Background: an optimization exercise with open tools, aiming at small area, a short achievable clock period and few clock cycles per item. Do not read the settings as production practice.
No run shown here included a check of the RTL's function; only the layout flow was run.

<file path="run.sh">
#!/bin/bash
# synth_recipe.tcl (not shown) runs the flow's synth.tcl, then flattens the netlist and writes it again
# the make line also repeats each setting of config.mk as NAME=value (left out here)
make -C /OpenROAD-flow-scripts/flow DESIGN_CONFIG=/design/flow/config.mk WORK_HOME=/design/flow/orfs CLKGATE_MAP_FILE= SYNTH_SCRIPT=/design/flow/synth_recipe.tcl finish
</file>
<file path="config.mk">
export PLATFORM = sky130hd
export DESIGN_NAME = aes_core
export DESIGN_NICKNAME = aes_core
export VERILOG_FILES = /design/flow/design.v
export SDC_FILE = /design/flow/constraint.sdc
export NUM_CORES = 8
export LEC_CHECK = 0
export CAP_MARGIN = 20
export CORE_MARGIN = 2
export CORE_UTILIZATION = 30
export PLACE_DENSITY = 0.45
export SLEW_MARGIN = 20
</file>
<file path="design.v">
module aes_sbox (
  input  wire [7:0] x,
  output wire [7:0] y
);
  wire U0, U1, U2, U3, U4, U5, U6, U7;
  wire T1, T2, T3, T4, T5, T6, T7, T8, T9, T10, T11, T12;
  wire T13, T14, T15, T16, T17, T18, T19, T20, T21, T22, T23, T24;
  wire T25, T26, T27, M1, M2, M3, M4, M5, M6, M7, M8, M9;
  wire M10, M11, M12, M13, M14, M15, M16, M17, M18, M19, M20, M21;
  wire M22, M23, M24, M25, M26, M27, M28, M29, M30, M31, M32, M33;
  wire M34, M35, M36, M37, M38, M39, M40, M41, M42, M43, M44, M45;
  wire M46, M47, M48, M49, M50, M51, M52, M53, M54, M55, M56, M57;
  wire M58, M59, M60, M61, M62, M63, L0, L1, L2, L3, L4, L5;
  wire L6, L7, L8, L9, L10, L11, L12, L13, L14, L15, L16, L17;
  wire L18, L19, L20, L21, L22, L23, L24, L25, L26, L27, L28, L29;
  wire S0, S1, S2, S3, S4, S5, S6, S7;
  assign {U0, U1, U2, U3, U4, U5, U6, U7} = x;
  assign T1 = U0 ^ U3;
  assign T2 = U0 ^ U5;
  assign T3 = U0 ^ U6;
  assign T4 = U3 ^ U5;
  assign T5 = U4 ^ U6;
  assign T6 = T1 ^ T5;
  assign T7 = U1 ^ U2;
  assign T8 = U7 ^ T6;
  assign T9 = U7 ^ T7;
  assign T10 = T6 ^ T7;
  assign T11 = U1 ^ U5;
  assign T12 = U2 ^ U5;
  assign T13 = T3 ^ T4;
  assign T14 = T6 ^ T11;
  assign T15 = T5 ^ T11;
  assign T16 = T5 ^ T12;
  assign T17 = T9 ^ T16;
  assign T18 = U3 ^ U7;
  assign T19 = T7 ^ T18;
  assign T20 = T1 ^ T19;
  assign T21 = U6 ^ U7;
  assign T22 = T7 ^ T21;
  assign T23 = T2 ^ T22;
  assign T24 = T2 ^ T10;
  assign T25 = T20 ^ T17;
  assign T26 = T3 ^ T16;
  assign T27 = T1 ^ T12;
  assign M1 = T13 & T6;
  assign M2 = T23 & T8;
  assign M3 = T14 ^ M1;
  assign M4 = T19 & U7;
  assign M5 = M4 ^ M1;
  assign M6 = T3 & T16;
  assign M7 = T22 & T9;
  assign M8 = T26 ^ M6;
  assign M9 = T20 & T17;
  assign M10 = M9 ^ M6;
  assign M11 = T1 & T15;
  assign M12 = T4 & T27;
  assign M13 = M12 ^ M11;
  assign M14 = T2 & T10;
  assign M15 = M14 ^ M11;
  assign M16 = M3 ^ M2;
  assign M17 = M5 ^ T24;
  assign M18 = M8 ^ M7;
  assign M19 = M10 ^ M15;
  assign M20 = M16 ^ M13;
  assign M21 = M17 ^ M15;
  assign M22 = M18 ^ M13;
  assign M23 = M19 ^ T25;
  assign M24 = M22 ^ M23;
  assign M25 = M22 & M20;
  assign M26 = M21 ^ M25;
  assign M27 = M20 ^ M21;
  assign M28 = M23 ^ M25;
  assign M29 = M28 & M27;
  assign M30 = M26 & M24;
  assign M31 = M20 & M23;
  assign M32 = M27 & M31;
  assign M33 = M27 ^ M25;
  assign M34 = M21 & M22;
  assign M35 = M24 & M34;
  assign M36 = M24 ^ M25;
  assign M37 = M21 ^ M29;
  assign M38 = M32 ^ M33;
  assign M39 = M23 ^ M30;
  assign M40 = M35 ^ M36;
  assign M41 = M38 ^ M40;
  assign M42 = M37 ^ M39;
  assign M43 = M37 ^ M38;
  assign M44 = M39 ^ M40;
  assign M45 = M42 ^ M41;
  assign M46 = M44 & T6;
  assign M47 = M40 & T8;
  assign M48 = M39 & U7;
  assign M49 = M43 & T16;
  assign M50 = M38 & T9;
  assign M51 = M37 & T17;
  assign M52 = M42 & T15;
  assign M53 = M45 & T27;
  assign M54 = M41 & T10;
  assign M55 = M44 & T13;
  assign M56 = M40 & T23;
  assign M57 = M39 & T19;
  assign M58 = M43 & T3;
  assign M59 = M38 & T22;
  assign M60 = M37 & T20;
  assign M61 = M42 & T1;
  assign M62 = M45 & T4;
  assign M63 = M41 & T2;
  assign L0 = M61 ^ M62;
  assign L1 = M50 ^ M56;
  assign L2 = M46 ^ M48;
  assign L3 = M47 ^ M55;
  assign L4 = M54 ^ M58;
  assign L5 = M49 ^ M61;
  assign L6 = M62 ^ L5;
  assign L7 = M46 ^ L3;
  assign L8 = M51 ^ M59;
  assign L9 = M52 ^ M53;
  assign L10 = M53 ^ L4;
  assign L11 = M60 ^ L2;
  assign L12 = M48 ^ M51;
  assign L13 = M50 ^ L0;
  assign L14 = M52 ^ M61;
  assign L15 = M55 ^ L1;
  assign L16 = M56 ^ L0;
  assign L17 = M57 ^ L1;
  assign L18 = M58 ^ L8;
  assign L19 = M63 ^ L4;
  assign L20 = L0 ^ L1;
  assign L21 = L1 ^ L7;
  assign L22 = L3 ^ L12;
  assign L23 = L18 ^ L2;
  assign L24 = L15 ^ L9;
  assign L25 = L6 ^ L10;
  assign L26 = L7 ^ L9;
  assign L27 = L8 ^ L10;
  assign L28 = L11 ^ L14;
  assign L29 = L11 ^ L17;
  assign S0 = L6 ^ L24;
  assign S1 = ~(L16 ^ L26);
  assign S2 = ~(L19 ^ L28);
  assign S3 = L6 ^ L21;
  assign S4 = L20 ^ L22;
  assign S5 = L25 ^ L29;
  assign S6 = ~(L13 ^ L27);
  assign S7 = ~(L6 ^ L23);
  assign y = {S0, S1, S2, S3, S4, S5, S6, S7};
endmodule
module aes_sbox_ed (
  input  wire [7:0] x,
  input  wire       dec,
  output wire [7:0] y
);
  function [7:0] binv(input [7:0] b);
    integer i;
    begin
      for (i = 0; i < 8; i = i + 1)
        binv[i] = b[(i + 2) % 8] ^ b[(i + 5) % 8] ^ b[(i + 7) % 8];
      binv = binv ^ 8'h05;
    end
  endfunction
  wire [7:0] si = dec ? binv(x) : x;
  wire [7:0] so;
  aes_sbox u_s (.x(si), .y(so));
  assign y = dec ? binv(so) : so;
endmodule
module aes_core (
  input  wire         clk,
  input  wire         rst,        
  input  wire         key_load,   
  input  wire         key_256,    
  input  wire [255:0] key,
  input  wire         start,      
  input  wire         dir,        
  input  wire [127:0] din,
  output wire         ready,
  output reg          done,
  output wire [127:0] dout
);
  function [7:0] xtime(input [7:0] a);
    xtime = {a[6:0], 1'b0} ^ (a[7] ? 8'h1b : 8'h00);
  endfunction
  function [7:0] xinv(input [7:0] a);
    xinv = a[0] ? (({1'b0, a[7:1]} ^ 8'h8d)) : {1'b0, a[7:1]};
  endfunction
  function [127:0] shift_rows(input [127:0] s);
    integer r, c;
    begin
      for (c = 0; c < 4; c = c + 1)
        for (r = 0; r < 4; r = r + 1)
          shift_rows[127 - 8*(4*c + r) -: 8] = s[127 - 8*(4*((c + r) % 4) + r) -: 8];
    end
  endfunction
  function [127:0] inv_shift_rows(input [127:0] s);
    integer r, c;
    begin
      for (c = 0; c < 4; c = c + 1)
        for (r = 0; r < 4; r = r + 1)
          inv_shift_rows[127 - 8*(4*c + r) -: 8] = s[127 - 8*(4*((c + 4 - r) % 4) + r) -: 8];
    end
  endfunction
  function [31:0] mix_col(input [31:0] a);
    reg [7:0] a0, a1, a2, a3, t;
    begin
      {a0, a1, a2, a3} = a;
      t = a0 ^ a1 ^ a2 ^ a3;
      mix_col = {a0 ^ t ^ xtime(a0 ^ a1),
                 a1 ^ t ^ xtime(a1 ^ a2),
                 a2 ^ t ^ xtime(a2 ^ a3),
                 a3 ^ t ^ xtime(a3 ^ a0)};
    end
  endfunction
  function [31:0] p_col(input [31:0] a);
    reg [7:0] a0, a1, a2, a3, u, v;
    begin
      {a0, a1, a2, a3} = a;
      u = xtime(xtime(a0 ^ a2));
      v = xtime(xtime(a1 ^ a3));
      p_col = {a0 ^ u, a1 ^ v, a2 ^ u, a3 ^ v};
    end
  endfunction
  function [127:0] mix_columns(input [127:0] s);
    mix_columns = {mix_col(s[127:96]), mix_col(s[95:64]),
                   mix_col(s[63:32]),  mix_col(s[31:0])};
  endfunction
  function [127:0] p_columns(input [127:0] s);
    p_columns = {p_col(s[127:96]), p_col(s[95:64]),
                 p_col(s[63:32]),  p_col(s[31:0])};
  endfunction
  reg  [127:0] q;           
  reg          qv, qdir;
  reg  [255:0] s;           
  reg          s256, sdec, sraw;
  reg  [255:0] w;           
  reg          wend;        
  reg  [7:0]   rcon;
  reg          krot, kfwd, k256, kfirst;
  reg          conv;        
  reg  [3:0]   ccnt;
  reg  [127:0] r2, r1;      
  reg          pbusy, pdir, p256, yv, klp;
  reg  [4:0]   cnt;         
  wire [127:0] w_hi = w[255:128];
  wire [127:0] w_lo = w[127:0];
  wire [4:0] nr2   = p256 ? 5'd28 : 5'd20;            
  wire [4:0] plast = yv ? nr2 - 5'd1 : nr2 - 5'd2;    
  wire       pend  = pbusy && (cnt == plast);
  wire       free  = (!pbusy || pend) && !conv;
  wire       wnow  = pbusy ? !klp : wend;
  wire issue_x = qv && free && (qdir == sdec);
  wire issue_y = qv && pbusy && (cnt == 5'd0) && (qdir == pdir);
  wire swap_s  = qv && free && (qdir != sdec) && wnow;
  wire conv_s  = qv && free && (qdir != sdec) && !wnow;
  wire issue   = issue_x || issue_y;
  assign ready = (!qv || issue) && !(pbusy && klp && !pend);
  wire take_key   = ready && key_load;
  wire take_start = ready && start;
  wire step_en = conv ||
                 (pbusy && ((cnt == 5'd0 && kfirst) ||
                            (cnt[0] && cnt <= nr2 - 5'd3)));
  wire [127:0] ka = w_hi;
  wire [127:0] kb = w_lo;
  wire [127:0] kbase = (k256 || kfirst) ? ka : kb;
  wire [31:0]  ksin  = kfirst ? ka[31:0] :
                       (!kfwd && !k256) ? (kb[31:0] ^ kb[63:32]) : kb[31:0];
  wire [31:0]  ksub_in = krot ? {ksin[23:0], ksin[31:24]} : ksin;
  wire [31:0]  ksub;
  genvar g;
  generate
    for (g = 0; g < 4; g = g + 1) begin : g_ksbox
      aes_sbox u_sbox (.x(ksub_in[8*g +: 8]), .y(ksub[8*g +: 8]));
    end
  endgenerate
  wire [31:0]  kt  = ksub ^ (krot ? {rcon, 24'h0} : 32'h0);
  wire [31:0]  kw0 = kbase[127:96] ^ kt;
  wire [31:0]  kn1 = kbase[95:64] ^ kw0;
  wire [31:0]  kn2 = kbase[63:32] ^ kn1;
  wire [31:0]  kn3 = kbase[31:0]  ^ kn2;
  wire [31:0]  kp1 = kbase[95:64] ^ kbase[127:96];
  wire [31:0]  kp2 = kbase[63:32] ^ kbase[95:64];
  wire [31:0]  kp3 = kbase[31:0]  ^ kbase[63:32];
  wire [127:0] knew = kfwd ? {kw0, kn1, kn2, kn3} : {kw0, kp1, kp2, kp3};
  wire [127:0] sb;
  generate
    for (g = 0; g < 16; g = g + 1) begin : g_sbox
      aes_sbox_ed u_sbox (.x(r2[8*g +: 8]), .dec(pdir), .y(sb[8*g +: 8]));
    end
  endgenerate
  wire         g1  = pdir || (cnt >= nr2 - 5'd2);
  wire [127:0] st1 = sb ^ (g1 ? w_lo : 128'h0);
  wire [127:0] mcin = pdir ? p_columns(r1) : r1;
  wire [127:0] k2   = cnt[0] ? w_lo : w_hi;
  wire [127:0] st2  = mix_columns(mcin) ^ (pdir ? 128'h0 : k2);
  wire [127:0] ld   = issue ? (q ^ s[255:128]) : st2;
  wire         shd  = issue ? qdir : pdir;
  wire [127:0] r2n  = shd ? inv_shift_rows(ld) : shift_rows(ld);
  assign dout = r1;
  always @(posedge clk) begin
    r1 <= st1;
    r2 <= r2n;
    if (take_start)
      q <= din;
  end
  always @(posedge clk) begin
    if (take_key)
      s <= key;
    else if (swap_s)
      s <= {w_lo, w_hi};
    if (issue_x || conv_s)
      w <= s;
    else if (step_en)
      w <= {w_lo, knew};
  end
  always @(posedge clk) begin
    if (rst) begin
      qv    <= 1'b0;
      qdir  <= 1'b0;
      s256  <= 1'b0;
      sdec  <= 1'b0;
      sraw  <= 1'b0;
      wend  <= 1'b0;
      rcon  <= 8'h01;
      krot  <= 1'b1;
      kfwd  <= 1'b1;
      k256  <= 1'b0;
      kfirst <= 1'b0;
      conv  <= 1'b0;
      ccnt  <= 4'd0;
      pbusy <= 1'b0;
      pdir  <= 1'b0;
      p256  <= 1'b0;
      yv    <= 1'b0;
      klp   <= 1'b0;
      cnt   <= 5'd0;
      done  <= 1'b0;
    end else begin
      done <= pbusy && ((cnt == nr2 - 5'd2) || (yv && cnt == nr2 - 5'd1));
      if (take_start) begin
        qv   <= 1'b1;
        qdir <= dir;
      end else if (issue) begin
        qv   <= 1'b0;
      end
      if (take_key) begin
        s256 <= key_256;
        sdec <= 1'b0;
        sraw <= !key_256;
      end else if (swap_s) begin
        sdec <= !sdec;
        sraw <= 1'b0;
      end
      if (issue_x || conv_s) begin
        kfwd   <= !sdec;
        k256   <= s256;
        kfirst <= sraw;
        krot   <= 1'b1;
        rcon   <= s256 ? (sdec ? 8'h40 : 8'h01)
                       : (sdec ? 8'h1b : (sraw ? 8'h01 : 8'h02));
      end else if (step_en) begin
        kfirst <= 1'b0;
        if (krot)
          rcon <= kfwd ? xtime(rcon) : xinv(rcon);
        krot <= k256 ? !krot : 1'b1;
      end
      if (conv_s) begin
        conv <= 1'b1;
        ccnt <= (s256 ? 4'd12 : 4'd8) + {3'd0, sraw};
      end else if (conv) begin
        if (ccnt == 4'd0)
          conv <= 1'b0;
        else
          ccnt <= ccnt - 4'd1;
      end
      if (take_key || issue_x || conv_s || swap_s)
        wend <= 1'b0;
      else if (conv && ccnt == 4'd0)
        wend <= 1'b1;
      else if (pend)
        wend <= !klp;
      if (issue_x) begin
        pbusy <= 1'b1;
        cnt   <= 5'd0;
        pdir  <= qdir;
        p256  <= s256;
        yv    <= 1'b0;
        klp   <= take_key;
      end else if (pbusy) begin
        if (issue_y)
          yv <= 1'b1;
        if (pend) begin
          pbusy <= 1'b0;
          klp   <= 1'b0;
        end else begin
          cnt <= cnt + 5'd1;
          if (take_key)
            klp <= 1'b1;
        end
      end
    end
  end
endmodule
</file>
<file path="constraint.sdc">
create_clock -name core_clock -period 12.0 [get_ports {clk}]
set_input_delay 2.4000 -clock core_clock [delete_from_list [all_inputs] [get_ports {clk}]]
set_output_delay 2.4000 -clock core_clock [all_outputs]
set_load 0.01 [all_outputs]
</file>
==> impl_metrics.ini, run 1 <==
[outcome]
outcome = finished clean

[synthesis]
ys_seq_elements = 930
synth_top_family_by_area = XOR/XNOR gates
synth_area_sq_mm = 0.100
yosys.area_share.adder = 0.00839
ys_seq_area_frac = 0.250
synth_enable_flop_cells = 640
synth-simple-area-share = 0.170
muxShareOfSynthArea = 0.0679
synthCells = 11500
syn_area_per_cell_sq_um = 8.70
async_flop_share = 0
ys.flop_type = edfxtp_1
synth_compound_area_frac = 0.136
synth_xor_area_frac = 0.332
yosysWarnings = 2
synthesis.nets = 11900
yosysUniqueCellTypes = 146

[global_route]
grt_overflow = 0
antenna_found_initial = 63
grt_max_degree = 146
grtUsageTotal = 0.280
grt_pass1_wl_mm = 675
grt_pass1_vias = 83500

[worst_setup_path]
crit_family = XOR/XNOR gates
crit_chain = buf_4 > nor2_1 > mux2i_1 > a22oi_1 > nor3_1 > a211oi_2 > nor2_1 > xor2_1 > inv_1 > ha_1 > xnor3_1 > xnor2_1 > nor2_1 > a211o_1 > a31oi_1 > xnor2_1 > xnor3_1 > xnor2_2 > xnor2_1 > a211o_1 > nand3_1
crit_slowest_cell = dfxtp_2
crit_arrival_ns = 9.57
cp-start-kind = flop
rr_worst_depth = 21
critPathCaptureType = flop
cp.required_ns = 12.74
crit_buf_inv = 2
critPathMaxFanout = 55
slowest_delay_ns = 1.05
critical_path_depth = 21
critPathKind = reg2reg

[placement]
pre_cts_ws_ns = 3.45
gp_congestion = 1.01
dpl.hpwl_mm = 395
portBuffers = 519

[min_path]
hold_class = reg2reg
worstHoldPathCells = 2

[detailed_routing]
vias = 88900
routed_wirelength_mm = 493
drt_pass1_iterations = 8
drtAntennaViolNets = 0
viasPerCell = 5.48
drc_errors = 0
drt-wirelength-per-cell_microns = 30.4
drtIter0Drc = 10900

[sta]
final.setup.worst_slack_ns = 3.17
tightest_slew_ns = 1.40
fin_crit_ns = 8.83
hold_viol = 0
worst_clock_skew_ns = 0.146
rsz0062_at_grt = false
fin_setup_tns_ns = 0
max_freq_mhz = 113
slew_viol_final = 0
setup_viol_count_final = 0
final_min_period_over_clock_period = 0.736
max-slew-margin-rel = 0.0695

[floorplanning]
die_h_microns = 581
pin_count = 520
initial_core_util = 0.301
coreArea_sq_mm = 0.333
rows = 212
die_x_microns = 581
design.die.area_sq_mm = 0.338

[finish]
drive_gt1_frac = 0.0823
syn_to_final_growth_pct = 13.6
final_net_count = 12100
final_util = 0.342
layout_commonest_cell = nand2_1
mostFrequentLayoutCells = nand2_1 (2,069), xnor2_1 (1,785), nor2_1 (882), xor2_1 (848), edfxtp_1 (640)
fillers = 34600

[cts]
clock_latency_ns = 0.95
max-clock-path-buffers = 4
clkTransAtPathRegs_ns = 0.07
post_cts_resized = 0
hold_buffers = 0
numCtsBuffers = 119
htree_levels = 3
clockRootBuffer = clkbuf_16
clock-sinks = 930
cts_setup_buffers = 0
cts_tree = yes

[job]
max_cap_violations = 0

[pwr]
Yosys cell counts (all sizes together), types with 18 or more instances:
| cell | instances | share of area |
|---|---|---|
| a31oi | 71 | 0.0052 |
| dfxtp | 290 | 0.058 |
| clkbuf | 465 | 0.017 |
| o221ai | 54 | 0.0052 |
| and3 | 54 | 0.0034 |
| a311oi | 20 | 0.0021 |
| buf | 248 | 0.014 |
| nor4 | 28 | 0.0022 |
| xnor3 | 191 | 0.043 |
| mux2 | 79 | 0.0089 |
| o22ai | 71 | 0.0045 |
| nand2 | 2074 | 0.078 |
| o21bai | 18 | 0.0015 |
| edfxtp | 640 | 0.19 |
| or2 | 49 | 0.0031 |
| a211o | 51 | 0.0045 |
| o211ai | 110 | 0.0084 |
| o21a | 29 | 0.0022 |
| a21oi | 623 | 0.033 |
| or3 | 53 | 0.0033 |
| o21ai | 478 | 0.024 |
| xnor2 | 1906 | 0.18 |
| maj3 | 26 | 0.0026 |
| a2111oi | 23 | 0.0027 |
| o211a | 23 | 0.0023 |
| a221oi | 33 | 0.0030 |
| mux2i | 531 | 0.058 |
| nand4 | 62 | 0.0039 |
| nor3b | 49 | 0.0042 |
| o32ai | 21 | 0.0019 |
| a21o | 49 | 0.0037 |
| nand3 | 195 | 0.0098 |
| o31ai | 29 | 0.0024 |
| ha | 46 | 0.0058 |
| inv | 103 | 0.0039 |
| xor3 | 120 | 0.029 |
| and2 | 85 | 0.0053 |
| nor3 | 135 | 0.0070 |
| nand2b | 73 | 0.0046 |
| o2111ai | 18 | 0.0016 |
| nor2 | 898 | 0.034 |
| a211oi | 87 | 0.0070 |
| nor2b | 95 | 0.0060 |
| a22oi | 50 | 0.0040 |
| xor2 | 900 | 0.082 |
kinds of logic (layout without fill, tap and decap cells):
logic type,after synthesis,after routing
AO/OA/AOI/OAI,2037,2037
XOR/XNOR,3117,3117
buffers and inverters,816,1058
AND/OR/NAND/NOR,3914,3914
other,0,86
multiplexers,616,616
adder cells (fa/ha/maj),72,72
flip-flops,930,930
metrics by stage:
step | hold WS [ns] | instances | instance area, sq um
final | 0.452 | 16200 | 114000
after global routing | 0.505 | 16200 | 114000
after CTS | 0.456 | 16100 | 113000
after detailed placement | 0.493 | 15900 | 109000
after global placement | 0.487 | 15900 | 109000
after floorplan | 0.449 | 11500 | 100000
worst reg2reg max path: cells and delay by family, from the launching register on:
family	cells	cell delay (ns)
mux	1	0.22
simple gates	5	1.70
xor+xnor	7	3.46
flops	1	1.05
compound gates	5	1.18
fa+ha+maj	1	0.32
buf+inv	2	0.72
layout make-up:
type	instances	area, sq um	area share
diodes	86	215	0.00189
repair buffers	734	6900	0.0607
multi-input cells	9756	71600	0.630
clock buffers	153	3230	0.0284
flip-flops and latches	930	25000	0.220
clock inverters	68	767	0.00675
inverters	103	397	0.00349
well taps	4387	5490	0.0483
sequential cells by signal, summed over array words and instances (netlist names), 4 cells and up:
name and count:
cnt 5, r2 128, ccnt 4, s 256, q 128, rcon 8
w 256, r1 128
layer usage:
metal / wire [microns] / share of wire / vias to the layer above / track usage
met5: 22 / 0.000045 / - / 0
met4: 27100 / 0.055 / 4 / 0.133
met3: 38500 / 0.078 / 615 / 0.0456
met2: 207000 / 0.42 / 3983 / 0.413
met1: 220000 / 0.45 / 44300 / 0.396
li1: - / - / 40000 / -
worst paths after layout:
kind | startpoint | end | slack (ns)
max reg2reg | kfirst | w[26] | 3.17
min reg2reg | s[47] | w[47] | 0.45
min | s[47] | w[47] | 0.45
max | kfirst | w[26] | 3.17
==> inputs of run 2 (changes only) <==
--- a/design.v
+++ b/design.v
@@ -146,21 +146,14 @@
   assign y = {S0, S1, S2, S3, S4, S5, S6, S7};
 endmodule
-module aes_sbox_ed (
+module aes_binv (
   input  wire [7:0] x,
-  input  wire       dec,
   output wire [7:0] y
 );
-  function [7:0] binv(input [7:0] b);
-    integer i;
-    begin
-      for (i = 0; i < 8; i = i + 1)
-        binv[i] = b[(i + 2) % 8] ^ b[(i + 5) % 8] ^ b[(i + 7) % 8];
-      binv = binv ^ 8'h05;
+  genvar i;
+  generate
+    for (i = 0; i < 8; i = i + 1) begin : g_bit
+      assign y[i] = x[(i + 2) % 8] ^ x[(i + 5) % 8] ^ x[(i + 7) % 8] ^ ((8'h05 >> i) & 1'b1);
     end
-  endfunction
-  wire [7:0] si = dec ? binv(x) : x;
-  wire [7:0] so;
-  aes_sbox u_s (.x(si), .y(so));
-  assign y = dec ? binv(so) : so;
+  endgenerate
 endmodule
 module aes_core (
@@ -181,5 +174,5 @@
   endfunction
   function [7:0] xinv(input [7:0] a);
-    xinv = a[0] ? (({1'b0, a[7:1]} ^ 8'h8d)) : {1'b0, a[7:1]};
+    xinv = a[0] ? ({1'b0, a[7:1]} ^ 8'h8d) : {1'b0, a[7:1]};
   endfunction
   function [127:0] shift_rows(input [127:0] s);
@@ -233,11 +226,13 @@
   reg  [255:0] w;           
   reg          wend;        
+  reg  [31:0]  t_r;         
   reg  [7:0]   rcon;
   reg          krot, kfwd, k256, kfirst;
-  reg          conv;        
-  reg  [3:0]   ccnt;
+  reg          kb, kph, kconv;    
+  reg  [3:0]   kcnt;
   reg  [127:0] r2, r1;      
   reg          pbusy, pdir, p256, yv, klp;
   reg  [4:0]   cnt;         
+  reg          ready_r;
   wire [127:0] w_hi = w[255:128];
   wire [127:0] w_lo = w[127:0];
@@ -245,22 +240,47 @@
   wire [4:0] plast = yv ? nr2 - 5'd1 : nr2 - 5'd2;    
   wire       pend  = pbusy && (cnt == plast);
-  wire       free  = (!pbusy || pend) && !conv;
+  wire       free  = (!pbusy || pend) && !kb;
+  wire       need_conv = (qdir != sdec);
+  wire       need_init = !qdir && !sdec && sraw;
   wire       wnow  = pbusy ? !klp : wend;
-  wire issue_x = qv && free && (qdir == sdec);
+  wire issue_x = qv && free && !need_conv && !need_init;
   wire issue_y = qv && pbusy && (cnt == 5'd0) && (qdir == pdir);
-  wire swap_s  = qv && free && (qdir != sdec) && wnow;
-  wire conv_s  = qv && free && (qdir != sdec) && !wnow;
+  wire swap_s  = qv && free && need_conv && wnow;
+  wire job_s   = qv && free && ((need_conv && !wnow) || need_init);
   wire issue   = issue_x || issue_y;
-  assign ready = (!qv || issue) && !(pbusy && klp && !pend);
-  wire take_key   = ready && key_load;
-  wire take_start = ready && start;
-  wire step_en = conv ||
-                 (pbusy && ((cnt == 5'd0 && kfirst) ||
-                            (cnt[0] && cnt <= nr2 - 5'd3)));
-  wire [127:0] ka = w_hi;
-  wire [127:0] kb = w_lo;
-  wire [127:0] kbase = (k256 || kfirst) ? ka : kb;
-  wire [31:0]  ksin  = kfirst ? ka[31:0] :
-                       (!kfwd && !k256) ? (kb[31:0] ^ kb[63:32]) : kb[31:0];
+  wire kwb     = kb && !kph && (kcnt == 4'd0);        
+  wire step_en = (pbusy && cnt[0] && (cnt <= nr2 - 5'd3)) || (kb && kph);
+  assign ready = ready_r;
+  wire take_key   = ready_r && key_load;
+  wire take_start = ready_r && start;
+  wire       c_pbusy = issue_x || (pbusy && !pend);
+  wire [4:0] c_cnt   = issue_x ? 5'd0 : cnt + 5'd1;
+  wire       c_yv    = issue_x ? 1'b0 : (yv || issue_y);
+  wire       c_p256  = issue_x ? s256 : p256;
+  wire       c_pdir  = issue_x ? qdir : pdir;
+  wire       c_kb    = job_s || (kb && !kwb);
+  wire [4:0] c_nr2   = c_p256 ? 5'd28 : 5'd20;
+  wire [4:0] c_plast = c_yv ? c_nr2 - 5'd1 : c_nr2 - 5'd2;
+  wire       c_pend  = c_pbusy && (c_cnt == c_plast);
+  wire       c_free  = (!c_pbusy || c_pend) && !c_kb;
+  wire       c_flip  = swap_s || (kwb && kconv);
+  wire       c_sdec  = c_flip ? !sdec : sdec;
+  wire       c_sraw  = (swap_s || kwb) ? 1'b0 : sraw;
+  wire       c_klp   = !issue_x && pbusy && !pend && klp;
+  wire       c_qv    = qv && !issue;
+  wire       c_ok    = !(c_pbusy && c_klp && !c_pend);
+  wire       c_ix_e  = c_free && !c_sdec && !c_sraw;    
+  wire       c_ix_d  = c_free && c_sdec;                
+  wire       rdy_c = c_ok && (!c_qv ||
+                     (qdir ? (c_ix_d || (c_pbusy && c_cnt == 5'd0 && c_pdir))
+                           : (c_ix_e || (c_pbusy && c_cnt == 5'd0 && !c_pdir))));
+  wire       rdy_a0 = c_ok && (c_ix_e || (issue_x && !qdir));
+  wire       rdy_a1 = c_ok && (c_ix_d || (issue_x && qdir));
+  wire       rdy_b = !(c_pbusy && !c_pend);
+  wire       ready_n = take_start ? (dir ? rdy_a1 : rdy_a0) :
+                       take_key   ? rdy_b : rdy_c;
+  wire [127:0] kbase = (k256 || kfirst) ? w_hi : w_lo;
+  wire [31:0]  ksin  = kfirst ? w_hi[31:0] :
+                       (!kfwd && !k256) ? (w_lo[31:0] ^ w_lo[63:32]) : w_lo[31:0];
   wire [31:0]  ksub_in = krot ? {ksin[23:0], ksin[31:24]} : ksin;
   wire [31:0]  ksub;
@@ -271,21 +291,24 @@
     end
   endgenerate
-  wire [31:0]  kt  = ksub ^ (krot ? {rcon, 24'h0} : 32'h0);
-  wire [31:0]  kw0 = kbase[127:96] ^ kt;
-  wire [31:0]  kn1 = kbase[95:64] ^ kw0;
-  wire [31:0]  kn2 = kbase[63:32] ^ kn1;
-  wire [31:0]  kn3 = kbase[31:0]  ^ kn2;
-  wire [31:0]  kp1 = kbase[95:64] ^ kbase[127:96];
-  wire [31:0]  kp2 = kbase[63:32] ^ kbase[95:64];
-  wire [31:0]  kp3 = kbase[31:0]  ^ kbase[63:32];
-  wire [127:0] knew = kfwd ? {kw0, kn1, kn2, kn3} : {kw0, kp1, kp2, kp3};
-  wire [127:0] sb;
+  wire [31:0]  tsub = ksub ^ (krot ? {rcon, 24'h0} : 32'h0);
+  wire [31:0]  kb0 = kbase[127:96];
+  wire [31:0]  kb1 = kbase[95:64];
+  wire [31:0]  kb2 = kbase[63:32];
+  wire [31:0]  kb3 = kbase[31:0];
+  wire [31:0]  kw0 = kb0 ^ t_r;
+  wire [31:0]  kn1 = (kb0 ^ kb1) ^ t_r;
+  wire [31:0]  kn2 = (kb0 ^ kb1 ^ kb2) ^ t_r;
+  wire [31:0]  kn3 = (kb0 ^ kb1 ^ kb2 ^ kb3) ^ t_r;
+  wire [127:0] knew = kfwd ? {kw0, kn1, kn2, kn3}
+                           : {kw0, kb1 ^ kb0, kb2 ^ kb1, kb3 ^ kb2};
+  wire [127:0] so, sob;
   generate
     for (g = 0; g < 16; g = g + 1) begin : g_sbox
-      aes_sbox_ed u_sbox (.x(r2[8*g +: 8]), .dec(pdir), .y(sb[8*g +: 8]));
+      aes_sbox u_sbox (.x(r2[8*g +: 8]), .y(so[8*g +: 8]));
+      aes_binv u_bo   (.x(so[8*g +: 8]), .y(sob[8*g +: 8]));
     end
   endgenerate
   wire         g1  = pdir || (cnt >= nr2 - 5'd2);
-  wire [127:0] st1 = sb ^ (g1 ? w_lo : 128'h0);
+  wire [127:0] st1 = (pdir ? sob : so) ^ (g1 ? w_lo : 128'h0);
   wire [127:0] mcin = pdir ? p_columns(r1) : r1;
   wire [127:0] k2   = cnt[0] ? w_lo : w_hi;
@@ -293,10 +316,18 @@
   wire [127:0] ld   = issue ? (q ^ s[255:128]) : st2;
   wire         shd  = issue ? qdir : pdir;
-  wire [127:0] r2n  = shd ? inv_shift_rows(ld) : shift_rows(ld);
+  wire [127:0] sh   = shd ? inv_shift_rows(ld) : shift_rows(ld);
+  wire [127:0] shb;
+  generate
+    for (g = 0; g < 16; g = g + 1) begin : g_bin
+      aes_binv u_bi (.x(sh[8*g +: 8]), .y(shb[8*g +: 8]));
+    end
+  endgenerate
+  wire [127:0] r2n = shd ? shb : sh;
   assign dout = r1;
   always @(posedge clk) begin
-    r1 <= st1;
-    r2 <= r2n;
-    if (take_start)
+    r1  <= st1;
+    r2  <= r2n;
+    t_r <= tsub;
+    if (ready_r)
       q <= din;
   end
@@ -304,7 +335,9 @@
     if (take_key)
       s <= key;
-    else if (swap_s)
+    else if (swap_s || (kwb && kconv))
       s <= {w_lo, w_hi};
-    if (issue_x || conv_s)
+    else if (kwb)
+      s[127:0] <= w_hi;
+    if (issue_x || job_s)
       w <= s;
     else if (step_en)
@@ -313,4 +346,5 @@
   always @(posedge clk) begin
     if (rst) begin
+      ready_r <= 1'b1;
       qv    <= 1'b0;
       qdir  <= 1'b0;
@@ -324,6 +358,8 @@
       k256  <= 1'b0;
       kfirst <= 1'b0;
-      conv  <= 1'b0;
-      ccnt  <= 4'd0;
+      kb    <= 1'b0;
+      kph   <= 1'b0;
+      kconv <= 1'b0;
+      kcnt  <= 4'd0;
       pbusy <= 1'b0;
       pdir  <= 1'b0;
@@ -334,20 +370,24 @@
       done  <= 1'b0;
     end else begin
+      ready_r <= ready_n;
       done <= pbusy && ((cnt == nr2 - 5'd2) || (yv && cnt == nr2 - 5'd1));
-      if (take_start) begin
-        qv   <= 1'b1;
+      qv <= take_start || (qv && !issue);
+      if (ready_r)
         qdir <= dir;
-      end else if (issue) begin
-        qv   <= 1'b0;
-      end
       if (take_key) begin
         s256 <= key_256;
         sdec <= 1'b0;
         sraw <= !key_256;
-      end else if (swap_s) begin
-        sdec <= !sdec;
-        sraw <= 1'b0;
+      end else begin
+        if (swap_s || (kwb && kconv))
+          sdec <= !sdec;
+        if (swap_s || kwb)
+          sraw <= 1'b0;
       end
-      if (issue_x || conv_s) begin
+      if (take_key || issue_x || job_s || swap_s)
+        wend <= 1'b0;
+      else if (pend)
+        wend <= !klp;
+      if (issue_x || job_s) begin
         kfwd   <= !sdec;
         k256   <= s256;
@@ -362,19 +402,16 @@
         krot <= k256 ? !krot : 1'b1;
       end
-      if (conv_s) begin
-        conv <= 1'b1;
-        ccnt <= (s256 ? 4'd12 : 4'd8) + {3'd0, sraw};
-      end else if (conv) begin
-        if (ccnt == 4'd0)
-          conv <= 1'b0;
-        else
-          ccnt <= ccnt - 4'd1;
+      if (job_s) begin
+        kb    <= 1'b1;
+        kph   <= 1'b0;
+        kconv <= need_conv;
+        kcnt  <= need_conv ? ((s256 ? 4'd13 : 4'd9) + {3'd0, sraw}) : 4'd2;
+      end else if (kb) begin
+        kph <= !kph;
+        if (kph)
+          kcnt <= kcnt - 4'd1;
+        if (kwb)
+          kb <= 1'b0;
       end
-      if (take_key || issue_x || conv_s || swap_s)
-        wend <= 1'b0;
-      else if (conv && ccnt == 4'd0)
-        wend <= 1'b1;
-      else if (pend)
-        wend <= !klp;
       if (issue_x) begin
         pbusy <= 1'b1;
@@ -398,3 +435,4 @@
     end
   end
+  wire ready_c = (!qv || issue) && !(pbusy && klp && !pend);
 endmodule
--- a/config.mk
+++ b/config.mk
@@ -10,3 +10,4 @@
 export CORE_UTILIZATION = 30
 export PLACE_DENSITY = 0.45
+export SETUP_SLACK_MARGIN = 5
 export SLEW_MARGIN = 20
==> run 2 against run 1 <==
Sequential share of layout area grew 1.6 points. Final cell count decreased by 0.64%. Clock skew shrank 0.082 ns. Synthesized cell count rose by 1.8%. Die area shrank 5.0%. Fmax up 29%. Register-to-register slack improved by 2.0 ns.
==> impl_metrics.ini, run 2 <==
[synthesis]
synth_enable_flop_cells = 640
ys_seq_area_frac = 0.271
synthTopCellsByCount = nand2_1 (2,282), xnor2_1 (1,836), xor2_1 (989), nor2_1 (939), o21ai_0 (681)
ys_top_cells_by_area = edfxtp_1 (20%), xnor2_1 (17%), xor2_1 (9.1%)
syn_area_per_cell_sq_um = 8.11
synthesis.nets = 12100
yosysMostFrequentCell = nand2_1
synth_area_sq_mm = 0.0950
synthCells = 11700
yosysUniqueCellTypes = 125
synth_top_area_frac = 0.202
synth_top_cell_by_area = edfxtp_1
yosysWarnings = 1
async_flop_share = 0
ys_seq_elements = 965
ys.flop_type = edfxtp_1

[finish]
final_util = 0.345
drive_gt1_frac = 0.0647
fin_cells = 16100
layout_commonest_cell = nand2_1
final_net_count = 12300
mostFrequentLayoutCells = nand2_1 (2,278), xnor2_1 (1,818), xor2_1 (976), nor2_1 (930), o21ai_0 (668)
top_regs = s x256, w x256
syn_to_final_growth_pct = 14.5

[worst_setup_path]
crit_chain = buf_6 > nor3b_1 > xor2_1 > mux2i_4 > xnor2_1 > o21ai_1 > xor2_2 > xnor2_1 > inv_1 > ha_1 > xor2_1 > xnor2_2 > xnor2_2 > buf_4 > nor2_1 > o32ai_1 > a211oi_2 > xor2_1 > xor2_1 > xor2_1
critPathKind = reg2reg
crit_slowest_cell = o21ai_1
rrSetupSlack_ns = 5.14
cp.required_ns = 12.71
crit_arrival_ns = 7.57
critPathMaxFanout = 57
critPathCaptureType = flop
slowest_delay_ns = 0.71
path_common_cell = xor2_1
cp-start-kind = flop

[floorplanning]
coreArea_sq_mm = 0.315
rows = 206
die_h_microns = 567
design.die.area_sq_mm = 0.321
die_x_microns = 567
initial_core_util = 0.302
pin_count = 520

[min_path]
hold_class = reg2reg

[sta]
max-slew-margin-rel = 0.166
slew_viol_final = 0
final_min_period_over_clock_period = 0.572
rsz0062_at_grt = true
hold_viol = 0
fin_crit_ns = 6.86
setup_viol_count_final = 0
hold_ws_ns = 0.471
max_freq_mhz = 146
worst_clock_skew_ns = 0.0636
tightest_slew_ns = 1.24
fin_setup_tns_ns = 0

[cts]
clkTransAtPathRegs_ns = 0.06
cts_tree = yes
htree_levels = 3
clock_latency_ns = 0.83
numCtsBuffers = 119
max-clock-path-buffers = 3
clockRootBuffer = clkbuf_16
clock-sinks = 965
hold_buffers = 0

[job]
max_cap_violations = 0

[global_route]
antenna_found_initial = 56
grt_max_degree = 165
grt_pass1_wl_mm = 669
grt_overflow = 0
grtUsageTotal = 0.291
grt_pass1_vias = 83700

[detailed_routing]
viasPerCell = 5.57
drtIter0Drc = 11200
drt_pass1_iterations = 10
drtAntennaViolNets = 0
drt-wirelength-per-cell_microns = 30.4
drc_errors = 0
routed_wirelength_mm = 489
vias = 89800

[outcome]
outcome = finished clean

[placement]
portBuffers = 519
gp_congestion = 0.972
dpl.hpwl_mm = 391
place_inst = 15900
-- run 2: changes by cell type after synthesis, moves of 73 or more --
cell / change
o21ai_0: +267
nand2_1: +210
xor2_1: +137
mux2i_1: -125
xnor3_1: -88
xor3_1: -88
nor3_1: +73
-- run 2: path summary, 6_finish.rpt --
check,depth (start not counted),endpoint,from
setup / recovery,20,t_r[4],kfwd
hold / removal,2,p256,p256
setup reg to reg,20,t_r[4],kfwd
hold reg to reg,2,p256,p256
-- run 2: routing by layer --
layer | global-route usage | routed length [microns]
met2 | 0.436 | 208000
met5 | 0 | 40
met1 | 0.410 | 215000
met4 | 0.127 | 24900
met3 | 0.0452 | 41300
-- run 2: metrics by stage --
| stage | setup WS (ns) | cell area, sq um |
|---|---|---|
| after floorplan | 5.62 | 95000 |
| after global placement | 4.58 | 104000 |
| after detailed placement | 4.61 | 104000 |
| after CTS | 5.02 | 108000 |
| after global routing | 4.82 | 109000 |
| final | 5.14 | 109000 |
-- run 2: timing repair --
| item | 4_1_cts | 5_1_grt |
|---|---|---|
| gates resized for setup | 5 | 24 |
| endpoints found under the setup margin | 8 | 52 |
| endpoints found under the hold margin | 0 | 0 |
| gates cloned | 1 | 0 |
| setup buffers | 0 | 8 |
| pin swaps | 1 | 2 |
-- run 2: critical path, delay by kind of cell (launching register included) --
family	cells	cell delay [ns]
xor+xnor	10	2.96
compound gates	3	1.17
buf+inv	3	0.87
simple gates	2	0.63
flops	1	0.59
fa+ha+maj	1	0.33
mux	1	0.17
-- run 2: layout make-up --
cell class / count / area, sq um
well taps: 4160 / 5200
clock buffers: 176 / 3500
multi-input cells: 9872 / 66200
fillers: 32900 / 206000
repair buffers: 778 / 7270
inverters: 100 / 378
clock inverters: 52 / 483
diodes: 11 / 27.5
flip-flops and latches: 965 / 25700
-- run 2: kinds of logic after synthesis --
logic type / after synthesis / share of synthesized area
AO/OA/AOI/OAI: 2344 / 0.157
AND/OR/NAND/NOR: 4025 / 0.178
multiplexers: 425 / 0.0468
adder cells (fa/ha/maj): 63 / 0.00790
buffers and inverters: 875 / 0.0380
flip-flops: 965 / 0.271
XOR/XNOR: 3014 / 0.302
==> inputs of run 3 (changes only) <==
--- a/config.mk
+++ b/config.mk
@@ -6,4 +6,5 @@
 export NUM_CORES = 8
 export LEC_CHECK = 0
+export ABC_AREA = 1
 export CAP_MARGIN = 20
 export CORE_MARGIN = 2
==> run 3 against run 2 <==
Largest cell class unchanged. Worst hold slack improved by 0.010 ns. Final cell count is 23% higher. Die area increased by 1.2%. Synthesized cell count rose by 30%. Critical path type unchanged.
==> impl_metrics.ini, run 3 <==
[outcome]
outcome = finished clean

[synthesis]
synth_enable_flop_cells = 640
synthCells = 15200
synthTopCellsByCount = nand2_1 (6,516), nand3_1 (1,564), inv_1 (1,198), o21ai_0 (1,045), xor2_1 (951)
muxShareOfSynthArea = 0.00282
synth_top_area_frac = 0.254
synthesis.nets = 15600
yosys.area_share.adder = 0.00625
synth-simple-area-share = 0.401
synth_top_family_by_area = simple AND/OR/NAND/NOR gates
synth_area_sq_mm = 0.0962
ys_seq_elements = 965
yosysUniqueCellTypes = 66
synth_xor_area_frac = 0.173
syn_area_per_cell_sq_um = 6.32
yosysMostFrequentCell = nand2_1
synth_top_cell_by_area = nand2_1
async_flop_share = 0
ys_top_cells_by_area = nand2_1 (25%), edfxtp_1 (20%), xor2_1 (8.7%)
synth_compound_area_frac = 0.0789
yosysWarnings = 1
ys_seq_area_frac = 0.268
ys.flop_type = edfxtp_1

[worst_setup_path]
rrSetupSlack_ns = 6.14
cp-start-kind = flop
critPathMaxFanout = 94
critPathKind = reg2reg
r2r_start = cnt[0]
cp.required_ns = 12.67
r2r-end = r2[100]
crit_end = r2[100]
crit_start = cnt[0]
rr_worst_depth = 17
critPathCaptureType = flop
crit_arrival_ns = 6.54

[cts]
clockRootBuffer = clkbuf_16
cts_setup_buffers = 0
clkTransAtPathRegs_ns = 0.06
post_cts_resized = 0
max-clock-path-buffers = 4
clock-sinks = 965
numCtsBuffers = 139
cts_tree = yes
clock_latency_ns = 0.88
hold_buffers = 0
htree_levels = 4

[detailed_routing]
routed_wirelength_mm = 465
drt_pass1_iterations = 5
drc_errors = 0
drt-wirelength-per-cell_microns = 23.4
vias = 99500
drtAntennaViolNets = 0
drtIter0Drc = 10800
viasPerCell = 5.02

[floorplanning]
die_h_microns = 570
pin_count = 520
rows = 207
coreArea_sq_mm = 0.319
design.die.area_sq_mm = 0.325
die_x_microns = 570
initial_core_util = 0.302

[finish]
final_net_count = 16000
top_regs = s x256, w x256
drive_gt1_frac = 0.0660
syn_to_final_growth_pct = 14.6
layout_commonest_cell = nand2_1
mostFrequentLayoutCells = nand2_1 (6,514), nand3_1 (1,563), inv_1 (1,194), o21ai_0 (1,034), xor2_1 (948)

[placement]
dpl.hpwl_mm = 383
portBuffers = 519
gp_congestion = 0.974

[sta]
rsz0062_at_grt = false
final_min_period_over_clock_period = 0.489
slew_viol_final = 0
hold_viol = 0
tightest_slew_ns = 1.29
setup_viol_count_final = 0
max-slew-margin-rel = 0.136
worst_clock_skew_ns = 0.0944
fin_crit_ns = 5.86
fin_setup_tns_ns = 0
max_freq_mhz = 171

[global_route]
grtUsageTotal = 0.276
grt_overflow = 0
grt_pass1_wl_mm = 650
antenna_found_initial = 40
grt_max_degree = 209
grt_pass1_vias = 89400

[min_path]
hold_class = reg2reg

[job]
max_cap_violations = 0
[run 3: cell types whose count changed in the layout (fill, tap and decap cells not counted), sizes merged, moves of 191 or more]
cell / change
nand2: +4568
nor2: -411
nor3: -195
inv: +1210
mux2i: -333
nand3: +1470
xnor2: -1087
o21ai: +420
buf: -191
a21oi: -393
[run 3: metal layers]
layer	global-route usage	share of wire	wire length [microns]
met2	0.414	0.42	195000
met5	0	0.00023	107
met4	0.114	0.047	21900
met3	0.0403	0.073	33900
met1	0.392	0.46	214000
[run 3: how the worst min path moves through the flow]
stage	startpoint	end	slack (ns)	cells after the start
5_1_grt	s[53]	w[53]	0.50	2
3_3_place_gp	kconv	kconv	0.47	2
6_report	kconv	kconv	0.48	2
2_1_floorplan	kconv	kconv	0.45	2
4_1_cts	kconv	kconv	0.48	2
3_5_place_dp	kconv	kconv	0.47	2
[run 3: kinds of logic (layout without fill, tap and decap cells)]
family | count (synthesis) | in the layout
simple gates | 9198 | 9198
fa+ha+maj | 48 | 48
mux | 27 | 27
other cells | 0 | 8
xor+xnor | 1793 | 1793
buf+inv | 1726 | 2160
compound gates | 1450 | 1450
flops | 965 | 965
[run 3: metrics by stage]
step / hold slack, ns / area [sq um] / utilization / worst slack, ns / instances
after detailed placement: 0.468 / 106000 / 0.331 / 6.23 / 19600
after global routing: 0.501 / 110000 / 0.346 / 5.72 / 19800
after CTS: 0.478 / 110000 / 0.346 / 6.25 / 19800
final: 0.481 / 110000 / 0.346 / 6.14 / 19800
after global placement: 0.469 / 106000 / 0.331 / 6.30 / 19600
after floorplan: 0.445 / 96200 / - / 5.81 / 15200
[run 3: critical path, cell delays in order (launching register included)]
cell and delay (ns):
dfxtp_4 0.65, inv_2 0.31, a21oi_1 0.22, nand2_1 0.09, nand2_1 0.26, nand3_1 0.19
nor3_2 0.45, inv_2 0.22, nor2_1 0.13, inv_1 0.09, o21ai_4 0.30, buf_4 0.84
buf_4 0.84, o21ai_0 0.34, xor2_1 0.33, inv_1 0.09, o21ai_0 0.17, a21oi_1 0.06
[run 3: area by class of cell]
| class | count | area (sq um) |
|---|---|---|
| multi-input combinational | 12500 | 63800 |
| clock inverter | 58 | 668 |
| timing repair buffer | 587 | 5770 |
| sequential | 965 | 25700 |
| clock buffer | 188 | 3940 |
| tap | 4180 | 5230 |
| inverter | 1327 | 5030 |
| fill | 34700 | 208000 |
| antenna | 8 | 20.0 |
==> inputs of run 4 (changes only) <==
--- a/design.v
+++ b/design.v
@@ -235,4 +235,5 @@
   reg  [4:0]   cnt;         
   reg          ready_r;
+  reg          tsel;        
   wire [127:0] w_hi = w[255:128];
   wire [127:0] w_lo = w[127:0];
@@ -250,5 +251,7 @@
   wire issue   = issue_x || issue_y;
   wire kwb     = kb && !kph && (kcnt == 4'd0);        
-  wire step_en = (pbusy && cnt[0] && (cnt <= nr2 - 5'd3)) || (kb && kph);
+  wire step_en = (pbusy && !pdir && !cnt[0] && (cnt <= nr2 - 5'd4)) ||
+                 (pbusy &&  pdir &&  cnt[0] && (cnt <= nr2 - 5'd3)) ||
+                 (kb && kph);
   assign ready = ready_r;
   wire take_key   = ready_r && key_load;
@@ -283,5 +286,7 @@
   wire [31:0]  ksin  = kfirst ? w_hi[31:0] :
                        (!kfwd && !k256) ? (w_lo[31:0] ^ w_lo[63:32]) : w_lo[31:0];
-  wire [31:0]  ksub_in = krot ? {ksin[23:0], ksin[31:24]} : ksin;
+  wire [31:0]  ksin_s  = s[31:0];
+  wire [31:0]  ksub_in = tsel ? {ksin_s[23:0], ksin_s[31:24]} :
+                         krot ? {ksin[23:0], ksin[31:24]} : ksin;
   wire [31:0]  ksub;
   genvar g;
@@ -291,5 +296,6 @@
     end
   endgenerate
-  wire [31:0]  tsub = ksub ^ (krot ? {rcon, 24'h0} : 32'h0);
+  wire [7:0]   rcx  = tsel ? (s256 ? 8'h01 : 8'h02) : (krot ? rcon : 8'h00);
+  wire [31:0]  tsub = ksub ^ {rcx, 24'h0};
   wire [31:0]  kb0 = kbase[127:96];
   wire [31:0]  kb1 = kbase[95:64];
@@ -312,6 +318,5 @@
   wire [127:0] st1 = (pdir ? sob : so) ^ (g1 ? w_lo : 128'h0);
   wire [127:0] mcin = pdir ? p_columns(r1) : r1;
-  wire [127:0] k2   = cnt[0] ? w_lo : w_hi;
-  wire [127:0] st2  = mix_columns(mcin) ^ (pdir ? 128'h0 : k2);
+  wire [127:0] st2  = mix_columns(mcin) ^ (pdir ? 128'h0 : w_hi);
   wire [127:0] ld   = issue ? (q ^ s[255:128]) : st2;
   wire         shd  = issue ? qdir : pdir;
@@ -347,4 +352,5 @@
     if (rst) begin
       ready_r <= 1'b1;
+      tsel  <= 1'b1;
       qv    <= 1'b0;
       qdir  <= 1'b0;
@@ -371,4 +377,5 @@
     end else begin
       ready_r <= ready_n;
+      tsel  <= c_free;
       done <= pbusy && ((cnt == nr2 - 5'd2) || (yv && cnt == nr2 - 5'd1));
       qv <= take_start || (qv && !issue);
==> flow/run.sh (new file) <==
#!/bin/bash
# Standard ORFS layout, with repair_timing aiming at a setup margin well
# beyond the clock period's slack (the SDC is the standard flow's, unchanged).
set -euo pipefail
bash standard.sh SETUP_SLACK_MARGIN=8 finish > standard_flow.log 2>&1
==> standard.sh (new file) <==
#!/bin/bash
# synth_recipe.tcl (not shown) runs the flow's synth.tcl, then flattens the netlist and writes it again
# the make line also repeats each setting of config.mk as NAME=value (left out here)
make -C /OpenROAD-flow-scripts/flow DESIGN_CONFIG=/design/flow/config.mk WORK_HOME=/design/flow/orfs CLKGATE_MAP_FILE= SYNTH_SCRIPT=/design/flow/synth_recipe.tcl "${@:-finish}"
--- a/config.mk
+++ b/config.mk
@@ -11,4 +11,3 @@
 export CORE_UTILIZATION = 30
 export PLACE_DENSITY = 0.45
-export SETUP_SLACK_MARGIN = 5
 export SLEW_MARGIN = 20
removed: run.sh
==> run 4 against run 3 <==
Clock-buffer cell count shrank 21. Cell area grew 30%. Final cell count up 3.8%. Worst hold slack got worse by 0.0035 ns. Utilization is 12 points higher. Critical path depth increased by 14. Register-to-register slack improved by 1.4 ns. Die area decreased by 2.8%. Synthesized cell count shrank 3.0%. Clock skew fell by 0.015 ns. Fmax is 31% higher. Critical endpoint is now t_r[8]. Largest cell class unchanged.
==> impl_metrics.ini, run 4 <==
[synthesis]
yosysWarnings = 1
synth_top_cell_by_area = nand2_1
yosysUniqueCellTypes = 69
synth_enable_flop_cells = 640
synthCells = 14800
yosys.area_share.adder = 0.00643
ys_seq_area_frac = 0.276
synth_top_area_frac = 0.266
synth_area_sq_mm = 0.0934
async_flop_share = 0
synth_xor_area_frac = 0.180
synthesis.nets = 15200
ys_top_cells_by_area = nand2_1 (27%), edfxtp_1 (21%), xor2_1 (9.7%)
syn_area_per_cell_sq_um = 6.33
ys_seq_elements = 966
yosysMostFrequentCell = nand2_1
synth_top_family_by_area = simple AND/OR/NAND/NOR gates
synth_compound_area_frac = 0.0662
synth-simple-area-share = 0.398
synthTopCellsByCount = nand2_1 (6,626), nand3_1 (1,478), inv_1 (1,271), xor2_1 (1,038), o21ai_0 (928)
muxShareOfSynthArea = 0.00300
ys.flop_type = edfxtp_1

[finish]
final_util = 0.461
final_net_count = 16800
syn_to_final_growth_pct = 52.8
top_regs = s x256, w x256
mostFrequentLayoutCells = nand2_1 (4,524), nand2_2 (1,502), inv_1 (1,003), buf_4 (996), o21ai_0 (827)
drive_gt1_frac = 0.372
layout_commonest_cell = nand2_1

[floorplanning]
initial_core_util = 0.302
die_x_microns = 562
design.die.area_sq_mm = 0.316
pin_count = 520
coreArea_sq_mm = 0.309
die_h_microns = 562
rows = 204

[worst_setup_path]
crit_slowest_cell = dfxtp_4
critPathMaxFanout = 8
critPathKind = reg2reg
critPathCaptureType = flop
r2r-end = t_r[8]
rrSetupSlack_ns = 7.52
crit_end = t_r[8]
rr_worst_depth = 31
cp.required_ns = 12.79
r2r_start = k256
crit_start = k256
crit_arrival_ns = 5.27
slowest_delay_ns = 0.36
cp-start-kind = flop
path_common_cell = nand2_2

[cts]
clock-sinks = 966
clock_latency_ns = 0.87
htree_levels = 4
cts_tree = yes
numCtsBuffers = 134
max-clock-path-buffers = 4
clockRootBuffer = clkbuf_16
clkTransAtPathRegs_ns = 0.06

[min_path]
hold_class = reg2reg
hp-start = kconv

[placement]
gp_congestion = 0.989
portBuffers = 519
dpl.hpwl_mm = 376

[sta]
fin_crit_ns = 4.48
max_freq_mhz = 223
tightest_slew_ns = 1.28
max-slew-margin-rel = 0.147
setup_viol_count_final = 0
hold_viol = 0
slew_viol_final = 0
rsz0062_at_grt = true
fin_setup_tns_ns = 0
final_min_period_over_clock_period = 0.373
worst_clock_skew_ns = 0.0789

[global_route]
antenna_found_initial = 42
grt_max_degree = 261
grt_pass1_wl_mm = 672
grtUsageTotal = 0.294
grt_overflow = 0
grt_pass1_vias = 93600

[detailed_routing]
drt_pass1_iterations = 8
drc_errors = 0
drtIter0Drc = 10700
routed_wirelength_mm = 502
viasPerCell = 5.13
vias = 106000
drt-wirelength-per-cell_microns = 24.4
drtAntennaViolNets = 0

[job]
max_cap_violations = 0

[outcome]
outcome = finished clean
-- run 4: cell count changes after synthesis, moves of 25 or more --
cell / delta
nand2_2: -153
a21oi_1: -121
o21ai_0: -117
nand2_1: +110
xor2_1: +87
nand3_1: -86
nor2_1: -81
inv_1: +73
xnor2_1: -51
inv_2: -48
or2_2: +27
nand3_2: -25
-- run 4: how the worst min path moves through the flow --
| stage | end | slack [ns] | cells past startpoint |
|---|---|---|---|
| floorplan | kconv | 0.45 | 2 |
| global placement | kconv | 0.47 | 2 |
| detailed placement | kconv | 0.47 | 2 |
| CTS | kconv | 0.48 | 2 |
| global route | kconv | 0.53 | 2 |
| finish | kconv | 0.48 | 2 |
-- run 4: metal layers --
metal / part of all wire / track usage / vias to the layer above
li1: - / - / 49900
met1: 0.42 / 0.399 / 51000
met2: 0.44 / 0.451 / 3905
met3: 0.080 / 0.0501 / 789
met4: 0.058 / 0.140 / 10
met5: 0.00015 / 0 / -
-- run 4: cell families (layout without fill, tap and decap cells) --
family	Yosys count	after routing
AND/OR/NAND/NOR	8993	8997
XOR/XNOR	1825	1825
buffers and inverters	1706	3400
AO/OA/AOI/OAI	1189	1189
flip-flops	966	966
adder cells (fa/ha/maj)	48	48
multiplexers	28	28
other	0	19
-- run 4: final cells by class --
type,count,area (sq um)
Fill cell,30900,167000
Multi-Input combinational cell,12100,83800
Sequential cell,966,26500
Timing Repair Buffer,1800,17100
Inverter,1351,5520
Tap cell,4120,5150
Clock buffer,167,3680
Clock inverter,74,792
Timing Repair inverter,8,97.6
Antenna cell,19,47.5
-- run 4: timing repair --
action                     4_1_cts  5_1_grt
pin swaps                      825     1626
hold buffers                     0        0
resized for setup             2976     3413
setup endpoints to repair     1128      722
buffers inserted               615      558
gates cloned                    30       12
hold endpoints to repair         0        0
-- run 4: per-stage QoR --
step	cells	hold WS [ns]	area (sq um)	worst slack, ns
floorplan	14800	0.445	93600	5.99
global placement	19100	0.472	103000	6.09
detailed placement	19100	0.470	103000	6.01
CTS	20000	0.479	124000	7.62
global route	20600	0.529	143000	7.32
finish	20600	0.477	143000	7.52
-- run 4: critical path: cells and delay by family, from the launching register on --
family                     cells  cell delay, ns
and+or+nand+nor               21            2.44
buffers and inverters          5            0.63
xor gates and xnor gates       3            0.55
DFF                            1            0.36
adders and majority gates      1            0.31
AOI/OAI and AO/OA              1            0.10

-- afterwards: timing with drivers on the ports --
No port has a modelled driver above. Below, the same layouts with a new extraction and two added sets of constraints. Step 1, drivers: a clkbuf_16 drives clk and a buf_2 each remaining input, both assumed. Step 2 moves the port delays by t, midway between the first and last clock arrival at a register: inputs arrive t later, outputs are due t later. That takes back most of the time a late clock gives input paths. Slacks: ideal / step 1 / step 2; pairs: ideal / step 1.
run	t, ns	setup WS [ns]	cell pins on the clock port's net
run 1	0.989	3.174 / 3.174 / 3.174	1
run 2	0.905	5.141 / 5.141 / 5.141	1
run 3	0.936	6.138 / 6.138 / 6.138	1
run 4	0.944	7.524 / 7.524 / 7.247	1
After both steps every run listed still meets setup and hold. The setup slack of run 4, which loses most, moves by 0.000 ns with the drivers and by -0.277 ns with both steps.
